This design comes from an exercise in tuning for small area, a short achievable clock period and few clock cycles per item on the open sky130 flow, not from production work.
No run shown here included a check of the RTL's function; only the layout flow was run.

[flow/design.v]
module shake256_core (
    input  wire         clk,
    input  wire         rst,         
    input  wire         in_valid,
    output wire         in_ready,
    input  wire [63:0]  in_data,     
    input  wire         in_last,
    input  wire [3:0]   in_nbytes,   
    output wire         done,
    output wire [255:0] digest       
);
    localparam integer RATE_LANES = 17;   
    reg [4:0]  wptr;       
    reg        wfirst;     
    reg        padpend;    
    reg        bfull;      
    reg        blast;      
    reg        bfirst;     
    reg [4:0]  blen;       
    reg        run;        
    reg [4:0]  rnd;        
    reg        plast;      
    reg        done_r;
    reg        rdy_r;      
    reg        go_r;       
    reg        keep_r;     
    reg        nkeep_r;    
    reg [RATE_LANES-1:0] use_r;   
    reg        padb_r;     
    reg [63:0] bl [0:RATE_LANES-1];
    reg [63:0] st [0:24];   
    assign in_ready = rdy_r;
    assign done     = done_r;
    assign digest   = {st[3], st[2], st[1], st[0]};
    wire       acc     = in_valid && rdy_r;
    wire       padw    = padpend && !bfull;
    wire       short_l = in_last && (in_nbytes < 4'd8);    
    wire       wr      = acc || padw;
    wire       take    = !run && bfull;                     
    reg [63:0] din;
    integer j;
    always @* begin
        for (j = 0; j < 8; j = j + 1) begin
            if (padpend)
                din[8*j +: 8] = (j == 0) ? 8'h1F : 8'h00;
            else if (!short_l || j < in_nbytes[2:0])
                din[8*j +: 8] = in_data[8*j +: 8];
            else if (j == in_nbytes[2:0])
                din[8*j +: 8] = 8'h1F;
            else
                din[8*j +: 8] = 8'h00;
        end
    end
    integer i;
    always @(posedge clk) begin
        for (i = 0; i < RATE_LANES; i = i + 1)
            if (wr && wptr == i)
                bl[i] <= din;
    end
    reg [4:0] wptr_n, blen_n, rnd_n;
    reg       wfirst_n, padpend_n, bfull_n, blast_n, bfirst_n, run_n, plast_n;
    reg       cpl, cpl_last;
    always @* begin
        wptr_n = wptr; wfirst_n = wfirst; padpend_n = padpend;
        bfull_n = bfull && !take; blast_n = blast; bfirst_n = bfirst; blen_n = blen;
        cpl = 1'b0; cpl_last = 1'b0;
        if (padw) begin
            cpl = 1'b1; cpl_last = 1'b1; padpend_n = 1'b0;
        end else if (acc) begin
            if (short_l) begin
                cpl = 1'b1; cpl_last = 1'b1;
            end else begin
                if (in_last)
                    padpend_n = 1'b1;
                if (wptr == RATE_LANES-1)
                    cpl = 1'b1;
            end
        end
        if (cpl) begin
            bfull_n  = 1'b1;
            blast_n  = cpl_last;
            bfirst_n = wfirst;
            blen_n   = wptr;
            wfirst_n = cpl_last;
            wptr_n   = 5'd0;
        end else if (acc) begin
            wptr_n = wptr + 5'd1;
        end
        run_n = run; rnd_n = rnd; plast_n = plast;
        if (run) begin
            if (rnd == 5'd23) begin
                run_n = 1'b0; rnd_n = 5'd0;
            end else begin
                rnd_n = rnd + 5'd1;
            end
        end else if (bfull) begin
            run_n = 1'b1; rnd_n = 5'd1; plast_n = blast;
        end
        if (rst) begin
            wptr_n = 5'd0; wfirst_n = 1'b1; padpend_n = 1'b0; bfull_n = 1'b0;
            run_n = 1'b0; rnd_n = 5'd0;
        end
    end
    wire take_n = !run_n && bfull_n;
    always @(posedge clk) begin
        wptr    <= wptr_n;
        wfirst  <= wfirst_n;
        padpend <= padpend_n;
        bfull   <= bfull_n;
        blast   <= blast_n;
        bfirst  <= bfirst_n;
        blen    <= blen_n;
        run     <= run_n;
        rnd     <= rnd_n;
        plast   <= plast_n;
        done_r  <= !rst && run && rnd == 5'd23 && plast;
        rdy_r   <= !bfull_n && !padpend_n;
        go_r    <= run_n || bfull_n;
        keep_r  <= !(take_n && bfirst_n);
        nkeep_r <= take_n && bfirst_n;
        padb_r  <= take_n && blast_n;
        for (i = 0; i < RATE_LANES; i = i + 1)
            use_r[i] <= take_n && (i <= blen_n);
    end
    function [63:0] rc;
        input [4:0] r;
        begin
            case (r)
                5'd0:  rc = 64'h0000000000000001;
                5'd1:  rc = 64'h0000000000008082;
                5'd2:  rc = 64'h800000000000808A;
                5'd3:  rc = 64'h8000000080008000;
                5'd4:  rc = 64'h000000000000808B;
                5'd5:  rc = 64'h0000000080000001;
                5'd6:  rc = 64'h8000000080008081;
                5'd7:  rc = 64'h8000000000008009;
                5'd8:  rc = 64'h000000000000008A;
                5'd9:  rc = 64'h0000000000000088;
                5'd10: rc = 64'h0000000080008009;
                5'd11: rc = 64'h000000008000000A;
                5'd12: rc = 64'h000000008000808B;
                5'd13: rc = 64'h800000000000008B;
                5'd14: rc = 64'h8000000000008089;
                5'd15: rc = 64'h8000000000008003;
                5'd16: rc = 64'h8000000000008002;
                5'd17: rc = 64'h8000000000000080;
                5'd18: rc = 64'h000000000000800A;
                5'd19: rc = 64'h800000008000000A;
                5'd20: rc = 64'h8000000080008081;
                5'd21: rc = 64'h8000000000008080;
                5'd22: rc = 64'h0000000080000001;
                default: rc = 64'h8000000080008008;
            endcase
        end
    endfunction
    function integer rho;
        input integer k;
        begin
            case (k)
                0: rho = 0;   1: rho = 1;   2: rho = 62;  3: rho = 28;  4: rho = 27;
                5: rho = 36;  6: rho = 44;  7: rho = 6;   8: rho = 55;  9: rho = 20;
                10: rho = 3;  11: rho = 10; 12: rho = 43; 13: rho = 25; 14: rho = 39;
                15: rho = 41; 16: rho = 45; 17: rho = 15; 18: rho = 21; 19: rho = 8;
                20: rho = 18; 21: rho = 2;  22: rho = 61; 23: rho = 56; default: rho = 14;
            endcase
        end
    endfunction
    reg [63:0] xs [0:24];
    reg [63:0] c [0:4];
    reg [63:0] d [0:4];
    reg [63:0] a [0:24];
    reg [63:0] b [0:24];
    reg [63:0] nxt [0:24];
    integer x, y;
    always @* begin
        for (i = 0; i < 25; i = i + 1) begin
            xs[i] = ((i % 2 == 0) ? keep_r : !nkeep_r) ? st[i] : 64'd0;
            if (i < RATE_LANES)
                xs[i] = xs[i] ^ (use_r[i] ? bl[i] : 64'd0);
        end
        xs[RATE_LANES-1][63] = xs[RATE_LANES-1][63] ^ padb_r;
        for (x = 0; x < 5; x = x + 1)
            c[x] = xs[x] ^ xs[x+5] ^ xs[x+10] ^ xs[x+15] ^ xs[x+20];
        for (x = 0; x < 5; x = x + 1)
            d[x] = c[(x+4)%5] ^ {c[(x+1)%5][62:0], c[(x+1)%5][63]};
        for (i = 0; i < 25; i = i + 1)
            a[i] = xs[i] ^ d[i%5];
        for (x = 0; x < 5; x = x + 1)
            for (y = 0; y < 5; y = y + 1)
                b[y + 5*((2*x + 3*y) % 5)] = (a[x+5*y] << rho(x+5*y)) |
                                             (a[x+5*y] >> ((64 - rho(x+5*y)) % 64));
        for (x = 0; x < 5; x = x + 1)
            for (y = 0; y < 5; y = y + 1)
                nxt[x+5*y] = b[x+5*y] ^ (~b[(x+1)%5+5*y] & b[(x+2)%5+5*y]);
        nxt[0] = nxt[0] ^ rc(rnd);
    end
    always @(posedge clk) begin
        if (go_r)
            for (i = 0; i < 25; i = i + 1)
                st[i] <= nxt[i];
    end
endmodule
[flow/flow/run.sh]
#!/bin/bash
# Standard ORFS layout, except that synthesis maps the logic with an
# area-oriented ABC script (flow/abc_map.script) in place of ORFS's speed
# script. Everything else in synthesis (synth_recipe.tcl: no fsm/share passes,
# flattening, renaming) is the standard flow's own, so registers and their cells are the
# standard synthesis's.
set -euo pipefail
W=$(pwd)
{
  cat <<'EOT'
proc abc {args} {
  set i [lsearch -exact $args -script]
  if { $i >= 0 } { set args [lreplace $args $i [expr {$i + 1}] -script $::env(MY_ABC_SCRIPT)] }
  set j [lsearch -exact $args -D]
  if { $j >= 0 } { set args [lreplace $args $j [expr {$j + 1}]] }
  yosys abc {*}$args
}
EOT
  cat synth_recipe.tcl
} > "$W/flow_synth.tcl"
export MY_ABC_SCRIPT="$W/flow/abc_map.script"
bash standard.sh SYNTH_SCRIPT="$W/flow_synth.tcl" synth > "$W/synth_make.log" 2>&1
bash standard.sh > "$W/layout_make.log" 2>&1
[flow/flow/abc_map.script]
strash
dch
map -a
topo
stime -c
[flow/standard.sh]
#!/bin/bash
# synth_recipe.tcl (not shown) runs the flow's synth.tcl, then flattens the netlist and writes it again
# the make line also repeats each setting of config.mk as NAME=value (left out here)
make -C /OpenROAD-flow-scripts/flow DESIGN_CONFIG=/design/flow/config.mk WORK_HOME=/design/flow/orfs CLKGATE_MAP_FILE= SYNTH_SCRIPT=/design/flow/synth_recipe.tcl "${@:-finish}"
[flow/config.mk]
export PLATFORM = sky130hd
export DESIGN_NAME = shake256_core
export DESIGN_NICKNAME = shake256_core
export VERILOG_FILES = /design/flow/design.v
export SDC_FILE = /design/flow/constraint.sdc
export NUM_CORES = 8
export LEC_CHECK = 0
export CAP_MARGIN = 30
export CORE_MARGIN = 2
export CORE_UTILIZATION = 45
export SETUP_SLACK_MARGIN = 2.5
export SLEW_MARGIN = 30
[flow/constraint.sdc]
create_clock -name core_clock -period 6.5 [get_ports {clk}]
set_input_delay 1.3000 -clock core_clock [delete_from_list [all_inputs] [get_ports {clk}]]
set_output_delay 1.3000 -clock core_clock [all_outputs]
set_load 0.01 [all_outputs]
==> impl_metrics.csv, run 1 <==
group,metric,value,unit
synth,synth.area.top_cells,"edfxtp_1, xor2_1, xnor2_1, nand2_1, clkinv_1",
floorplan,die_h,591,um
synth,syn_area_per_cell,10.7,um^2
clock_network,clk_pin_slew,60,ps
global_routing,grt_max_degree,102,
timing,fmax,0.238,GHz
synth,synth_area,0.155,mm^2
critical_path,crit_arrival,4920,ps
clock_network,cts-root-buf,"clkbuf_16",
timing,slew_violations,0,
critical_path,crit_type,"flip-flop to flip-flop",
synth,netlist_instances,14455,
timing,tns,0,ps
synth,synth_flop_cell,"edfxtp_1",
synth,netlist.area_leader.share,52.0,%
global_routing,grt_pass1_vias,115988,
placement,dp.cells,20524,
cells_and_area,syn2layout_area_growth,40.8,%
synth,synth_nets,14539,
synth,yosysSeqAreaShare,52.7,%
cells_and_area,num-fill-cells,26852,
detailed_routing,vias,132034,
timing,min_period,4210,ps
clock_network,cts_hold_buf,0,
detailed_routing,drt_iter0_markers,25035,
synth,synth_edf_count,2689,
floorplan,row_count,215,
floorplan,io_pins,330,
clock_network,cts_tree,"done",
detailed_routing,avgViaCountPerCell,5.98,
timing,final_hold_viol_count,0,
cells_and_area,register_area,0.0818,mm^2
floorplan,die_x,591,um
floorplan,die_area,0.350,mm^2
critical_path,cp.required,7210,ps
synth,synthArstFlopShare,0,%
global_routing,grt_pass1_wl,1250000,um
cells_and_area,multi_input_area,0.0923,mm^2
critical_path,cp_max_fo,28,
cells_and_area,final_layout_size_suffix_gt1_share,27.3,%
timing,slew_headroom,22.0,%
floorplan,start_util,45.2,%
outcome,status,"finished clean",
min_path,holdPathStages,2,
clock_network,clkSinkCount,2740,
critical_path,critPathCaptureType,"flip-flop",
global_routing,grt_usage,56.9,%
synth,yosysMostFrequentCell,"nand2_1",
clock_network,insertion_delay,1020,ps
critical_path,startpoint_type,"flip-flop",
placement,port_buffers,329,
critical_path,rr_worst_depth,13,
synth,ys_warn_count,9,
detailed_routing,drt_wl_total,1020000,um
synth,synthTopCellsByCount,"nand2_1, xor2_1, edfxtp_1, xnor2_1, clkinv_1",
floorplan,core_area,0.343,mm^2
detailed_routing,drc_errors,0,
timing,fin_skew,58.6,ps
timing,rsz0062_at_grt,"yes",
synth,yosysTopAreaCell,"edfxtp_1",
global_routing,overflow,0,
detailed_routing,ant_nets,0,
placement,gp_congestion,1.16,
timing,fin_crit_sh,64.7,%
timing,tightest_slew,1170,ps
clock_network,h-tree-depth,5,
clock_network,cts-buffers-inserted,328,
cells_and_area,layout.cells.non_filler,22095,
detailed_routing,wire_per_inst,46.3,um
synth,yosysUniqueCellTypes,31,
min_path,hp-class,"flip-flop to flip-flop",
clock_network,cts_buffer_depth,4,
synth,synth_seq_cells,2740,
timing,hold_ws,463,ps
job,drv_cap,0,
global_routing,antenna_found_initial,116,
placement,hpwl,809000,um
timing,setup_viol,0,
detailed_routing,first_pass_iters,8,
cells_and_area,nets,17227,
==> per-stage QoR <==
step / cell area [um^2] / setup WS [ps] / utilization, %
2_1_floorplan: 155000 / -5210 / -
3_3_place_gp: 177000 / 1010 / 51.5
3_5_place_dp: 178000 / 1250 / 51.7
4_1_cts: 208000 / 2280 / 60.6
5_1_grt: 218000 / 2280 / 63.6
6_report: 219000 / 2290 / 63.7
==> logic make-up (layout without fill, tap and decap cells) <==
kind of cell / count (synthesis) / count (layout) / share of synthesized area (%)
xor+xnor: 5776 / 5776 / 32.6
simple gates: 4811 / 4811 / 11.8
flops: 2740 / 2740 / 52.7
buf+inv: 1008 / 3959 / 2.44
compound gates: 108 / 108 / 0.401
fa+ha+maj: 12 / 12 / 0.0967
other cells: 0 / 132 / 0
==> timing repair <==
action                      CTS  global route
buffers inserted            418           398
gates cloned                 12            17
gates resized for setup    1853           821
setup endpoints to repair  1739          1382
pin swaps                   205           264
==> registers in the layout (all words and copies together), names as in the netlist, 5 cells and up, named ones only <==
name / count
rnd: 5
bl: 1088
blen: 5
wptr: 5
st: 1600
use_r: 17
==> critical path, stage by stage, from the launching register on <==
cell and delay (ps):
dfxtp_4 380, buf_12 170, clkbuf_16 240, buf_12 140, clkbuf_16 260, nand2_1 150
xor2_1 460, xnor2_1 210, xnor2_2 230, xnor2_2 380, buf_4 230, xor2_2 330
nand2_1 120, xnor2_1 560
==> worst paths after layout <==
| kind | to | startpoint | slack (ps) |
|---|---|---|---|
| worst min-delay path | bfirst | bfirst | 460 |
| worst min register to register | bfirst | bfirst | 460 |
| worst max register to register | st[18][56] | keep_r | 2290 |
| worst max-delay path | st[18][56] | keep_r | 2290 |
==> cell type report <==
cell class | instances | share of cell area (%)
Antenna cell | 132 | 0.151
Clock inverter | 174 | 0.822
Clock buffer | 419 | 4.06
Timing Repair inverter | 3 | 0.0286
Multi-Input combinational cell | 10707 | 42.2
Timing Repair Buffer | 2357 | 10.9
Tap cell | 4557 | 2.61
Inverter | 1006 | 1.76
Sequential cell | 2740 | 37.4
==> metal layers <==
| metal | part of all wire (%) | GRT usage [%] | up-vias |
|---|---|---|---|
| met5 | 0.082 | 0.717 | - |
| met2 | 38 | 74.2 | 12402 |
| li1 | - | - | 50702 |
| met4 | 12 | 54.9 | 36 |
| met1 | 33 | 66.7 | 65906 |
| met3 | 17 | 28.3 | 2988 |
==> cell usage in the layout (no fill, tap or decap), types with 12 or more instances in the layout <==
cell type and count:
buf_16 26, nand4_1 24, buf_6 140, nor2_2 35
nor2_1 947, xor2_2 706, xor2_1 2197, bufinv_16 30
o21ai_0 15, clkinv_2 66, nand2_4 32, clkinv_1 1019
clkbuf_16 357, xnor2_4 299, buf_8 18, a21oi_1 58
nand3_1 62, inv_2 19, nand2_1 3551, or2_2 52
xnor2_1 1631, clkinvlp_4 24, xnor2_2 611, xor2_4 332
dfxtp_1 29, diode_2 132, buf_12 292, dfxtp_4 20
ha_1 12, buf_4 1527, nor2_4 15, edfxtp_1 2689
clkdlybuf4s50_1 329, nand2_2 65, clkbuf_1 69
==> run 2, diff against run 1 <==
--- a/flow/design.v
+++ b/flow/design.v
@@ -168,2 +168,5 @@
     reg [63:0] xs [0:24];
+    reg [63:0] ab [0:24];
+    reg [63:0] ps [0:4];
+    reg [63:0] pb [0:4];
     reg [63:0] c [0:4];
@@ -176,9 +179,14 @@
         for (i = 0; i < 25; i = i + 1) begin
-            xs[i] = ((i % 2 == 0) ? keep_r : !nkeep_r) ? st[i] : 64'd0;
+            ab[i] = 64'd0;
             if (i < RATE_LANES)
-                xs[i] = xs[i] ^ (use_r[i] ? bl[i] : 64'd0);
-        end
-        xs[RATE_LANES-1][63] = xs[RATE_LANES-1][63] ^ padb_r;
-        for (x = 0; x < 5; x = x + 1)
-            c[x] = xs[x] ^ xs[x+5] ^ xs[x+10] ^ xs[x+15] ^ xs[x+20];
+                ab[i] = use_r[i] ? bl[i] : 64'd0;
+        end
+        ab[RATE_LANES-1][63] = ab[RATE_LANES-1][63] ^ padb_r;
+        for (i = 0; i < 25; i = i + 1)
+            xs[i] = (nkeep_r ? 64'd0 : st[i]) ^ ab[i];
+        for (x = 0; x < 5; x = x + 1) begin
+            ps[x] = st[x] ^ st[x+5] ^ st[x+10] ^ st[x+15] ^ st[x+20];
+            pb[x] = ab[x] ^ ab[x+5] ^ ab[x+10] ^ ab[x+15] ^ ab[x+20];
+            c[x]  = (keep_r ? ps[x] : 64'd0) ^ pb[x];
+        end
         for (x = 0; x < 5; x = x + 1)
==> run 2 against run 1 <==
  * Via count rose by 5.1%
  * Fmax is 3.4% lower
  * Flip-flop and latch count is the same
  * Hold slack gained 19 ps
  * Count of clock-buffer cells in the layout fell by 16
  * Core utilization is 7.9 points lower
==> impl_metrics.csv, run 2 <==
group,metric,value,unit
synth,synthAdderAreaFrac,0.0895,%
floorplan,die_area,0.378,mm^2
detailed_routing,drt_iter0_markers,27073,
critical_path,startpoint_type,"flip-flop",
cells_and_area,largest_register,"st",
critical_path,cp_cell_sequence,"buf_12 -> nand2_1 -> xnor2_1 -> xor2_1 -> xor2_1 -> clkinv_1 -> xor2_4 -> buf_4 -> xor2_2 -> clkinv_1 -> nor2_1 -> xor2_1",
critical_path,path_depth,12,
timing,slew_violations,0,
global_routing,antenna_found_initial,120,
critical_path,critPathCaptureType,"flip-flop",
global_routing,globalRouteMet2Util,71.9,%
detailed_routing,drt_wl_total,1070000,um
floorplan,die_h,615,um
synth,syn_area_per_cell,10.1,um^2
global_routing,grt_usage,55.6,%
global_routing,top_usage_layer,"met2",
floorplan,core_area,0.372,mm^2
timing,tns,0,ps
critical_path,cpMostUsedCell,"xor2_1",
timing,min_period,4360,ps
floorplan,io_pins,330,
cells_and_area,final_cell_mix,"nand2_1, xnor2_1, edfxtp_1",
synth,synthTopCellsByCount,"xnor2_1, nand2_1, xor2_1, edfxtp_1, nor2_1",
critical_path,cp.required,7240,ps
clock_network,h-tree-depth,5,
synth,netlist_instances,16566,
critical_path,crit-reg2reg-launch,"use_r[8]",
critical_path,path_delay_family,"XOR/XNOR gates",
detailed_routing,wire_per_inst,45.5,um
synth,synthSimpleGateAreaFrac,12.1,%
synth,ys_warn_count,12,
cells_and_area,stdcell_area,0.208,mm^2
critical_path,cp_slowest_stage_delay,490,ps
placement,port_buffers,329,
global_routing,grt.met1_usage,66.1,%
detailed_routing,ant_nets,0,
placement,hpwl,858000,um
cells_and_area,final_common_cell,"nand2_1",
synth,muxShareOfSynthArea,0,%
timing,setup_viol,0,
synth,synthArstFlopShare,0,%
synth,synth.area.top_cells,"edfxtp_1, xnor2_1, xor2_1, nand2_1, nor2_1",
critical_path,crit_arrival,5090,ps
critical_path,r2r_end,"st[16][31]",
synth,synth_top_family_by_area,"XOR/XNOR gates",
critical_path,rr_worst_depth,12,
placement,gp_congestion,1.15,
synth,synth_compound_area_share,1.12,%
critical_path,path_buf_inv,4,
critical_path,reg2reg_slack,2150,ps
placement,placed_cell_area,0.190,mm^2
synth,yosysSeqAreaShare,48.7,%
synth,yosysMostFrequentCell,"xnor2_1",
job,drv_cap,0,
timing,fin_crit_sh,67.0,%
min_path,holdPathStages,0,
detailed_routing,vias,138768,
synth,synth_edf_count,2689,
global_routing,overflow,0,
timing,fmax,0.230,GHz
critical_path,slowest_stage,"xor2_2",
synth,netlist.area_leader.share,48.1,%
timing,slew_headroom,22.6,%
global_routing,grt_pass1_wl,1320000,um
floorplan,row_count,224,
synth,yosysTopAreaCell,"edfxtp_1",
clock_network,clkSinkCount,2740,
critical_path,crit_type,"flip-flop to flip-flop",
synth,synth_flop_cell,"edfxtp_1",
timing,fin_skew,46.2,ps
cells_and_area,nets,18356,
timing,hold_ws,482,ps
cells_and_area,finish.utilization,55.8,%
timing,rsz0062_at_grt,"yes",
cells_and_area,largest_reg_flops,1600,
timing,final_hold_viol_count,0,
global_routing,use_met3,26.2,%
global_routing,grt_pass1_vias,121559,
detailed_routing,drc_errors,0,
clock_network,cts_hold_buf,0,
critical_path,cp-endpoint,"st[16][31]",
cells_and_area,final_layout_size_suffix_gt1_share,14.1,%
clock_network,insertion_delay,1010,ps
clock_network,cts_tree,"done",
synth,synth_xor_area_share,34.6,%
detailed_routing,avgViaCountPerCell,5.88,
synth,yosysUniqueCellTypes,26,
timing,tightest_slew,1160,ps
synth,synth_area,0.168,mm^2
critical_path,cp_max_fo,34,
clock_network,clk_pin_slew,60,ps
clock_network,cts-buffers-inserted,330,
synth,synth_nets,16650,
cells_and_area,reg_top3,"st (1600), bl (1088), use_r (17)",
floorplan,die_x,615,um
cells_and_area,syn2layout_area_growth,23.6,%
synth,synth_seq_cells,2740,
detailed_routing,first_pass_iters,8,
critical_path,critPathLaunch,"use_r[8]",
min_path,hp-class,"flip-flop to flip-flop",
floorplan,start_util,45.2,%
global_routing,grt_max_degree,140,
outcome,status,"finished clean",
clock_network,cts-root-buf,"clkbuf_16",
clock_network,cts_buffer_depth,4,
run 2: cell types whose count changed after synthesis, sizes merged, moves of 5 or more:
| cell | before | now |
|---|---|---|
| nand3 | 64 | 19 |
| nand4 | 24 | 5 |
| xnor2 | 2541 | 3558 |
| a31oi | 3 | 9 |
| nand2 | 3658 | 3547 |
| a21oi | 62 | 94 |
| or2 | 54 | 91 |
| a22o | 5 | 0 |
| nor2 | 997 | 1636 |
| o21ai | 20 | 208 |
| xor2 | 3235 | 3081 |
| o21a | 1 | 31 |
| clkinv | 1006 | 1508 |
run 2: worst min path at each step:
stage / start / end / slack, ps
floorplan: blast / plast / 410
global placement: blast / plast / 460
detailed placement: wfirst / wfirst / 470
CTS: blast / plast / 480
global route: blast / plast / 490
finish: blast / plast / 480
run 2: final cells by class:
type | instances | area (um^2)
fillers | 32869 | 164000
repair buffers | 1376 | 13100
diodes | 91 | 228
well taps | 4972 | 6220
multi-input cells | 12316 | 90000
inverters | 1508 | 5710
clock buffers | 403 | 8680
flip-flops and latches | 2740 | 81800
clock inverters | 194 | 1750
run 2: metrics by stage:
step	setup WS, ps	cells
2_1_floorplan	-16960	16566
3_3_place_gp	962	22799
3_5_place_dp	1370	22803
4_1_cts	2350	23487
5_1_grt	2360	23510
6_report	2150	23600
run 2: logic make-up after synthesis:
kind of cell | after synthesis
AOI/OAI and AO/OA | 351
xor gates and xnor gates | 6639
adders and majority gates | 12
buffers and inverters | 1510
DFF | 2740
and+or+nand+nor | 5314
run 2: routing by layer:
metal | up-vias | wire, um
li1 | 55022 | -
met1 | 68569 | 363000
met2 | 12233 | 401000
met3 | 2900 | 178000
met4 | 44 | 132000
met5 | - | 586
run 2: what timing repair did:
| action | in CTS | in global routing |
|---|---|---|
| endpoints found under the hold margin | 0 | 0 |
| gates cloned | 2 | 0 |
| setup endpoints to repair | 1600 | 381 |
| buffers inserted | 85 | 21 |
| resized for setup | 461 | 174 |
| pin swaps | 16 | 12 |
==> run 3, diff against run 2 <==
--- a/flow/design.v
+++ b/flow/design.v
@@ -18,3 +18,2 @@
     reg        bfirst;     
-    reg [4:0]  blen;       
     reg        run;        
@@ -27,4 +26,7 @@
     reg        nkeep_r;    
-    reg [RATE_LANES-1:0] use_r;   
+    reg        abs_r;      
     reg        padb_r;     
+    reg [RATE_LANES-1:0] arm_r;    
+    reg [RATE_LANES-1:0] parm_r;   
+    reg        clr_r;      
     reg [63:0] bl [0:RATE_LANES-1];
@@ -37,3 +39,2 @@
     wire       short_l = in_last && (in_nbytes < 4'd8);    
-    wire       wr      = acc || padw;
     wire       take    = !run && bfull;                     
@@ -43,3 +44,5 @@
         for (j = 0; j < 8; j = j + 1) begin
-            if (padpend)
+            if (clr_r)
+                din[8*j +: 8] = 8'h00;
+            else if (padpend)
                 din[8*j +: 8] = (j == 0) ? 8'h1F : 8'h00;
@@ -56,6 +59,6 @@
         for (i = 0; i < RATE_LANES; i = i + 1)
-            if (wr && wptr == i)
+            if ((arm_r[i] && in_valid) || parm_r[i] || clr_r)
                 bl[i] <= din;
     end
-    reg [4:0] wptr_n, blen_n, rnd_n;
+    reg [4:0] wptr_n, rnd_n;
     reg       wfirst_n, padpend_n, bfull_n, blast_n, bfirst_n, run_n, plast_n;
@@ -64,3 +67,3 @@
         wptr_n = wptr; wfirst_n = wfirst; padpend_n = padpend;
-        bfull_n = bfull && !take; blast_n = blast; bfirst_n = bfirst; blen_n = blen;
+        bfull_n = bfull && !take; blast_n = blast; bfirst_n = bfirst;
         cpl = 1'b0; cpl_last = 1'b0;
@@ -82,3 +85,2 @@
             bfirst_n = wfirst;
-            blen_n   = wptr;
             wfirst_n = cpl_last;
@@ -111,3 +113,2 @@
         bfirst  <= bfirst_n;
-        blen    <= blen_n;
         run     <= run_n;
@@ -116,3 +117,3 @@
         done_r  <= !rst && run && rnd == 5'd23 && plast;
-        rdy_r   <= !bfull_n && !padpend_n;
+        rdy_r   <= !bfull_n && !padpend_n && !rst;
         go_r    <= run_n || bfull_n;
@@ -120,5 +121,9 @@
         nkeep_r <= take_n && bfirst_n;
+        abs_r   <= take_n;
         padb_r  <= take_n && blast_n;
-        for (i = 0; i < RATE_LANES; i = i + 1)
-            use_r[i] <= take_n && (i <= blen_n);
+        clr_r   <= take_n || rst;
+        for (i = 0; i < RATE_LANES; i = i + 1) begin
+            arm_r[i]  <= !bfull_n && !padpend_n && !rst && (wptr_n == i);
+            parm_r[i] <= !bfull_n && padpend_n && (wptr_n == i);
+        end
     end
@@ -167,4 +172,4 @@
     endfunction
+    reg [63:0] bx [0:24];
     reg [63:0] xs [0:24];
-    reg [63:0] ab [0:24];
     reg [63:0] ps [0:4];
@@ -178,15 +183,13 @@
     always @* begin
-        for (i = 0; i < 25; i = i + 1) begin
-            ab[i] = 64'd0;
-            if (i < RATE_LANES)
-                ab[i] = use_r[i] ? bl[i] : 64'd0;
-        end
-        ab[RATE_LANES-1][63] = ab[RATE_LANES-1][63] ^ padb_r;
         for (i = 0; i < 25; i = i + 1)
-            xs[i] = (nkeep_r ? 64'd0 : st[i]) ^ ab[i];
+            bx[i] = (i < RATE_LANES) ? bl[i] : 64'd0;
+        for (i = 0; i < 25; i = i + 1)
+            xs[i] = (nkeep_r ? 64'd0 : st[i]) ^ (abs_r ? bx[i] : 64'd0);
+        xs[RATE_LANES-1][63] = xs[RATE_LANES-1][63] ^ padb_r;
         for (x = 0; x < 5; x = x + 1) begin
             ps[x] = st[x] ^ st[x+5] ^ st[x+10] ^ st[x+15] ^ st[x+20];
-            pb[x] = ab[x] ^ ab[x+5] ^ ab[x+10] ^ ab[x+15] ^ ab[x+20];
-            c[x]  = (keep_r ? ps[x] : 64'd0) ^ pb[x];
-        end
+            pb[x] = bx[x] ^ bx[x+5] ^ bx[x+10] ^ bx[x+15] ^ bx[x+20];
+            c[x]  = (keep_r ? ps[x] : 64'd0) ^ (abs_r ? pb[x] : 64'd0);
+        end
+        c[RATE_LANES % 5 - 1][63] = c[RATE_LANES % 5 - 1][63] ^ padb_r;
         for (x = 0; x < 5; x = x + 1)
==> flow/flow/run.sh (replaced) <==
#!/bin/bash
# Standard ORFS layout with two changes:
# - synthesis maps the logic with an area-oriented ABC script
#   (flow/abc_map.script) in place of ORFS's speed script. Everything else in
#   synthesis (synth_recipe.tcl: no fsm/share passes, flattening, renaming) is
#   the standard flow's own, so registers and their cells are the standard synthesis's.
# - the port buffers that global placement inserts are buf_2 cells.
# Each make run's output goes to its own log here; ORFS's per-step logs are
# under orfs/logs.
set -euo pipefail
W=$(pwd)
{
  cat <<'EOT'
proc abc {args} {
  set i [lsearch -exact $args -script]
  if { $i >= 0 } { set args [lreplace $args $i [expr {$i + 1}] -script $::env(MY_ABC_SCRIPT)] }
  set j [lsearch -exact $args -D]
  if { $j >= 0 } { set args [lreplace $args $j [expr {$j + 1}]] }
  yosys abc {*}$args
}
EOT
  cat synth_recipe.tcl
} > "$W/flow_synth.tcl"
export MY_ABC_SCRIPT="$W/flow/abc_map.script"
bash standard.sh SYNTH_SCRIPT="$W/flow_synth.tcl" synth > "$W/synth_make.log" 2>&1
bash standard.sh "BUFFER_PORTS_ARGS=-buffer_cell sky130_fd_sc_hd__buf_2" finish > "$W/layout_make.log" 2>&1
--- a/flow/config.mk
+++ b/flow/config.mk
@@ -10,3 +10,3 @@
 export CORE_UTILIZATION = 45
-export SETUP_SLACK_MARGIN = 2.5
+export SETUP_SLACK_MARGIN = 2.7
 export SLEW_MARGIN = 30
==> run 3 against run 2 <==
  * First-iteration DRC count is 5.6% lower
  * Sequential share of layout area is 0.64 points higher
  * Global-route usage is 2.0 points lower
  * Non-clock buffer count is 159 lower
  * Critical path type unchanged
  * Count of clock-buffer cells in the layout is 10 higher
  * Synthesized cell count is 1.8% lower
==> impl_metrics.csv, run 3 <==
group,metric,value,unit
global_routing,overflow,0,
floorplan,io_pins,330,
timing,hold_ws,431,ps
global_routing,antenna_found_initial,103,
clock_network,cts_hold_buf,0,
critical_path,slowest_stage,"xor2_4",
clock_network,clkSinkCount,2754,
synth,yosysMostFrequentCell,"nand2_1",
synth,yosysSeqAreaShare,49.1,%
critical_path,startpoint_type,"flip-flop",
critical_path,path_buf_inv,2,
cells_and_area,finish.utilization,55.4,%
global_routing,grt_pass1_wl,1270000,um
cells_and_area,nets,17902,
detailed_routing,avgViaCountPerCell,5.89,
synth,synthTopCellsByCount,"nand2_1, xnor2_1, xor2_1, edfxtp_1, nor2_1",
job,drv_cap,0,
cells_and_area,final_cell_mix,"nand2_1, xnor2_1, edfxtp_1",
critical_path,crit_type,"flip-flop to flip-flop",
critical_path,cp_slowest_stage_delay,620,ps
timing,slew_headroom,16.3,%
global_routing,grt_max_degree,149,
synth,yosysTopAreaCell,"edfxtp_1",
clock_network,cts-buffers-inserted,334,
cells_and_area,syn2layout_area_growth,22.5,%
synth,synth.area.top_cells,"edfxtp_1, xnor2_1, xor2_1, nand2_1, nor2_1",
critical_path,crit-reg2reg-launch,"abs_r",
critical_path,critPathCaptureType,"flip-flop",
cells_and_area,final_layout_size_suffix_gt1_share,15.5,%
cells_and_area,num-fill-cells,32846,
detailed_routing,first_pass_iters,8,
clock_network,cts-root-buf,"clkbuf_16",
critical_path,reg2reg_slack,2380,ps
timing,fin_crit_sh,63.4,%
placement,hpwl,837000,um
detailed_routing,drc_errors,0,
critical_path,crit_arrival,4840,ps
global_routing,grt_pass1_vias,118757,
detailed_routing,drt_wl_total,1030000,um
clock_network,clk_pin_slew,60,ps
min_path,hp-class,"flip-flop to flip-flop",
critical_path,cp_cell_sequence,"buf_12 -> buf_4 -> nand2_1 -> xor2_1 -> or2_2 -> nand2_1 -> xor2_4 -> xor2_1",
synth,synth_flop_cell,"edfxtp_1",
timing,slew_violations,0,
critical_path,cp.required,7220,ps
detailed_routing,drt_iter0_markers,25557,
detailed_routing,routed.top_layer,"met5",
synth,ys_warn_count,12,
floorplan,die_x,613,um
floorplan,start_util,45.2,%
synth,synth_nets,16350,
critical_path,path_delay_family,"XOR/XNOR gates",
placement,placed_cell_area,0.185,mm^2
floorplan,core_area,0.369,mm^2
timing,fin_skew,47.3,ps
floorplan,die_area,0.376,mm^2
timing,tns,0,ps
synth,synth_edf_count,2689,
detailed_routing,ant_nets,0,
synth,netlist_instances,16268,
cells_and_area,stdcell_area,0.205,mm^2
synth,synth_area,0.167,mm^2
detailed_routing,vias,136159,
min_path,worstHoldStart,"blast",
synth,yosysUniqueCellTypes,24,
floorplan,row_count,223,
clock_network,cts_buffer_depth,4,
synth,netlist.area_leader.share,48.3,%
synth,synth_seq_cells,2754,
cells_and_area,largest_reg_flops,1600,
floorplan,die_h,613,um
placement,port_buffers,329,
placement,gp_congestion,1.14,
timing,setup_viol,0,
cells_and_area,largest_register,"st",
detailed_routing,met3_length,156000,um
detailed_routing,wire_per_inst,44.4,um
outcome,status,"finished clean",
clock_network,insertion_delay,1020,ps
global_routing,grt_usage,53.5,%
detailed_routing,met2_wirelength,390000,um
clock_network,cts_tree,"done",
synth,syn_area_per_cell,10.3,um^2
detailed_routing,wl_met1,360000,um
critical_path,cp_max_fo,48,
timing,tightest_slew,1250,ps
synth,synthArstFlopShare,0,%
cells_and_area,reg_top3,"st (1600), bl (1088)",
clock_network,h-tree-depth,5,
timing,rsz0062_at_grt,"yes",
critical_path,critPathLaunch,"abs_r",
timing,final_hold_viol_count,0,
cells_and_area,final_common_cell,"nand2_1",
timing,min_period,4120,ps
timing,fmax,0.243,GHz
-- run 3: path summary, 6_finish.rpt --
| check | end | cells after the start |
|---|---|---|
| worst min-delay path | plast | 0 |
| worst max register to register | st[16][3] | 8 |
| worst min register to register | plast | 0 |
| worst max-delay path | st[16][3] | 8 |
-- run 3: metrics by stage --
stage                     setup slack (ps)  cells
after floorplan                     -16480  16268
after global placement                -284  22353
after detailed placement              1560  22365
after CTS                             2570  22999
after global routing                  2420  23032
final                                 2380  23120
-- run 3: layout make-up --
type	count	area, um^2	share of cell area, %
tap	4950	6190	3.02
clock buffer	413	8780	4.29
timing repair buffer	1217	9610	4.69
inverter	1248	4730	2.31
antenna	91	228	0.111
clock inverter	182	1610	0.787
timing repair inverter	1	16.3	0.00794
multi-input combinational	12264	91500	44.7
sequential	2754	82100	40.1
-- run 3: kinds of logic (layout without fill, tap and decap cells) --
group,after synthesis,count (layout),share of synthesized area [%]
flops,2754,2754,49.1
xor+xnor,6621,6621,34.7
compound gates,773,773,2.33
fa+ha+maj,10,10,0.0749
simple gates,4860,4860,11.0
buf+inv,1250,3061,2.81
other cells,0,91,0
-- run 3: what timing repair did --
action / 4_1_cts / 5_1_grt
gates cloned: 1 / 0
gates resized for setup: 645 / 254
hold endpoints to repair: 0 / 0
endpoints found under the setup margin: 1736 / 754
buffers inserted: 38 / 29
pin swaps: 23 / 20
-- run 3: per-layer routing --
layer | up-vias | GRT usage (%)
li1 | 54371 | -
met1 | 67888 | 66.3
met2 | 11396 | 70.1
met3 | 2468 | 21.3
met4 | 36 | 50.2
met5 | - | 0
==> run 4, diff against run 3 <==
--- a/flow/config.mk
+++ b/flow/config.mk
@@ -10,3 +10,3 @@
 export CORE_UTILIZATION = 45
-export SETUP_SLACK_MARGIN = 2.7
+export SETUP_SLACK_MARGIN = 2.2
 export SLEW_MARGIN = 30
==> run 4 against run 3 <==
  * Still clean on timing, DRC and antenna
  * Cell count shrank 0.38%
  * Via count is 0.78% lower
  * Die area is the same
  * Critical path type unchanged
  * Critical endpoint is now st[5][24]
  * Highest routed layer unchanged
==> impl_metrics.csv, run 4 <==
group,metric,value,unit
detailed_routing,drc_errors,0,
floorplan,die_x,613,um
synth,netlist_instances,16268,
clock_network,h-tree-depth,5,
floorplan,core_area,0.369,mm^2
cells_and_area,layout.cells.non_filler,23032,
synth,synthSimpleGateAreaFrac,11.0,%
cells_and_area,nets,17837,
placement,pre_cts_slack,1560,ps
clock_network,cts-buffers-inserted,334,
job,drv_cap,0,
min_path,hp-class,"flip-flop to flip-flop",
floorplan,die_area,0.376,mm^2
placement,dp.cells,22365,
detailed_routing,ant_nets,0,
clock_network,clkSinkCount,2754,
critical_path,slowest_stage,"xor2_1",
cells_and_area,reg_top3,"st (1600), bl (1088)",
critical_path,startpoint_type,"flip-flop",
cells_and_area,final_layout_size_suffix_gt1_share,12.5,%
synth,synth_xor_area_share,34.7,%
timing,slew_headroom,12.6,%
synth,synth.area.top_cells,"edfxtp_1, xnor2_1, xor2_1, nand2_1, nor2_1",
critical_path,crit-reg2reg-launch,"abs_r",
synth,synthAdderAreaFrac,0.0749,%
critical_path,crit_type,"flip-flop to flip-flop",
detailed_routing,wire_per_inst,44.4,um
critical_path,cp.required,7300,ps
synth,syn_area_per_cell,10.3,um^2
timing,hold_ws,431,ps
floorplan,row_count,223,
global_routing,grt_pass1_wl,1260000,um
detailed_routing,first_pass_iters,6,
critical_path,rr_worst_depth,10,
synth,yosysMostFrequentCell,"nand2_1",
timing,tightest_slew,1310,ps
timing,tns,0,ps
outcome,status,"finished clean",
timing,setup_slack,1760,ps
synth,yosysTopAreaCell,"edfxtp_1",
clock_network,cts_buffer_depth,4,
global_routing,grt_max_degree,149,
floorplan,start_util,45.2,%
synth,yosysUniqueCellTypes,24,
min_path,holdPathStages,0,
timing,setup_viol,0,
cells_and_area,largest_reg_flops,1600,
critical_path,cp_cell_sequence,"buf_12 -> buf_12 -> buf_4 -> nand2_1 -> xor2_1 -> xnor2_1 -> xor2_1 -> clkinv_1 -> nand2_1 -> xor2_1",
clock_network,insertion_delay,1010,ps
synth,muxShareOfSynthArea,0,%
global_routing,grt_pass1_vias,118017,
timing,final_hold_viol_count,0,
cells_and_area,final_common_cell,"nand2_1",
cells_and_area,largest_register,"st",
timing,rsz0062_at_grt,"yes",
min_path,holdPathEnd,"plast",
clock_network,cts_tree,"done",
synth,synth_area,0.167,mm^2
critical_path,critPathLaunch,"abs_r",
timing,min_period,4740,ps
synth,synth_flop_cell,"edfxtp_1",
timing,slew_violations,0,
clock_network,cts-root-buf,"clkbuf_16",
synth,synthArstFlopShare,0,%
detailed_routing,drt_wl_total,1020000,um
timing,fin_crit_sh,73.0,%
synth,synth_seq_cells,2754,
min_path,worstHoldStart,"blast",
synth,synth_compound_area_share,2.33,%
timing,fmax,0.211,GHz
critical_path,cp_max_fo,104,
critical_path,crit_arrival,5550,ps
detailed_routing,vias,135092,
placement,port_buffers,329,
global_routing,overflow,0,
clock_network,clk_pin_slew,60,ps
floorplan,die_h,613,um
synth,yosysSeqAreaShare,49.1,%
synth,synth_top_family_by_area,"XOR/XNOR gates",
synth,synth_edf_count,2689,
synth,synth_nets,16350,
critical_path,reg2reg_slack,1760,ps
critical_path,cp_slowest_stage_delay,930,ps
detailed_routing,avgViaCountPerCell,5.87,
synth,ys_warn_count,12,
timing,fin_skew,60.6,ps
clock_network,cts_hold_buf,0,
critical_path,critPathCaptureType,"flip-flop",
cells_and_area,syn2layout_area_growth,18.5,%
synth,netlist.area_leader.share,48.3,%
critical_path,r2r_end,"st[5][24]",
global_routing,antenna_found_initial,109,
floorplan,io_pins,330,
critical_path,cpMostUsedCell,"xor2_1",
global_routing,grt_usage,53.2,%
placement,hpwl,837000,um
placement,gp_congestion,1.14,
cells_and_area,final_cell_mix,"nand2_1, xnor2_1, xor2_1",
synth,synthTopCellsByCount,"nand2_1, xnor2_1, xor2_1, edfxtp_1, nor2_1",
detailed_routing,drt_iter0_markers,25602,
-- run 4: changes by cell type in the layout (fill, tap and decap cells not counted), sizes merged --
cell and delta:
buf -64, diode -23, clkinv -1
-- run 4: how the worst max path moves through the flow --
stage                      end  slack, ps
global placement    st[20][43]       -280
floorplan             st[0][3]     -16480
CTS                  st[12][2]       2070
global route         st[5][24]       2040
finish               st[5][24]       1760
detailed placement  st[23][34]       1560
-- run 4: per-stage QoR --
stage | utilization, % | area, um^2
after floorplan | - | 167000
after global placement | 49.8 | 184000
after detailed placement | 50.2 | 185000
after CTS | 53.2 | 196000
after global routing | 53.6 | 198000
final | 53.6 | 198000
-- run 4: layout make-up --
type                    count  area, um^2
repair buffers           1153        8520
clock buffers             413        8780
diodes                     68         170
fillers                 33595      171000
flip-flops and latches   2754       82100
well taps                4950        6190
multi-input cells       12264       86000
clock inverters           182        1610
inverters                1248        4720
-- run 4: kinds of logic (layout without fill, tap and decap cells) --
logic type	after synthesis	count (layout)
fa+ha+maj	10	10
other cells	0	68
buf+inv	1250	2996
compound gates	773	773
simple gates	4860	4860
flops	2754	2754
xor+xnor	6621	6621
-- run 4: metal layers --
layer | track usage (%) | part of all wire (%)
met2 | 70.0 | 38
met5 | 0 | 0.063
met4 | 49.6 | 12
met3 | 21.3 | 15
met1 | 65.8 | 35
-- run 4: critical path, delay by kind of cell, from the launching register on --
kind,cells,cell delay [ps]
XOR/XNOR,4,2360
buffers and inverters,4,1240
flip-flops,1,360
AND/OR/NAND/NOR,2,210
-- run 4: repair_timing --
item / 4_1_cts / 5_1_grt
endpoints found under the hold margin: 0 / 0
gates cloned: 0 / 0
setup endpoints to repair: 979 / 177
setup buffers: 0 / 2
pin swaps: 0 / 1
resized for setup: 71 / 102

static timing again, ports no longer ideal:
The results above use ideal ports. As a check the final layouts listed here were re-extracted and re-timed, cells and wires unchanged. Step 1 (the two cells are an assumption about what drives the block):
set clk [get_ports {clk}]
set_driving_cell -lib_cell sky130_fd_sc_hd__clkbuf_16 $clk
set_driving_cell -lib_cell sky130_fd_sc_hd__buf_2 [delete_from_list [all_inputs] $clk]
Step 2 moves the port delays by t, midway between the first and last clock arrival at a register: inputs arrive t later, outputs are due t later. That takes back most of the time a late clock gives input paths. a / b / c = ideal ports / drivers / drivers and shift; a / b = the first two.
run	t (ns)	setup WS [ns]	worst setup path at the end	worst register clock-pin slew, ns
run 1	1.107	2.293 / 2.293 / 1.508	input to register	0.07 / 0.07
run 2	1.122	2.145 / 2.145 / 1.425	input to register	0.07 / 0.07
run 3	1.109	2.376 / 2.376 / 1.863	input to register	0.07 / 0.07
run 4	1.105	1.756 / 1.756 / 1.720	input to register	0.07 / 0.07
After both steps setup and hold are still met in every run listed. The setup slack of run 1, which loses most, moves by 0.000 ns with the drivers and by -0.785 ns with both steps.
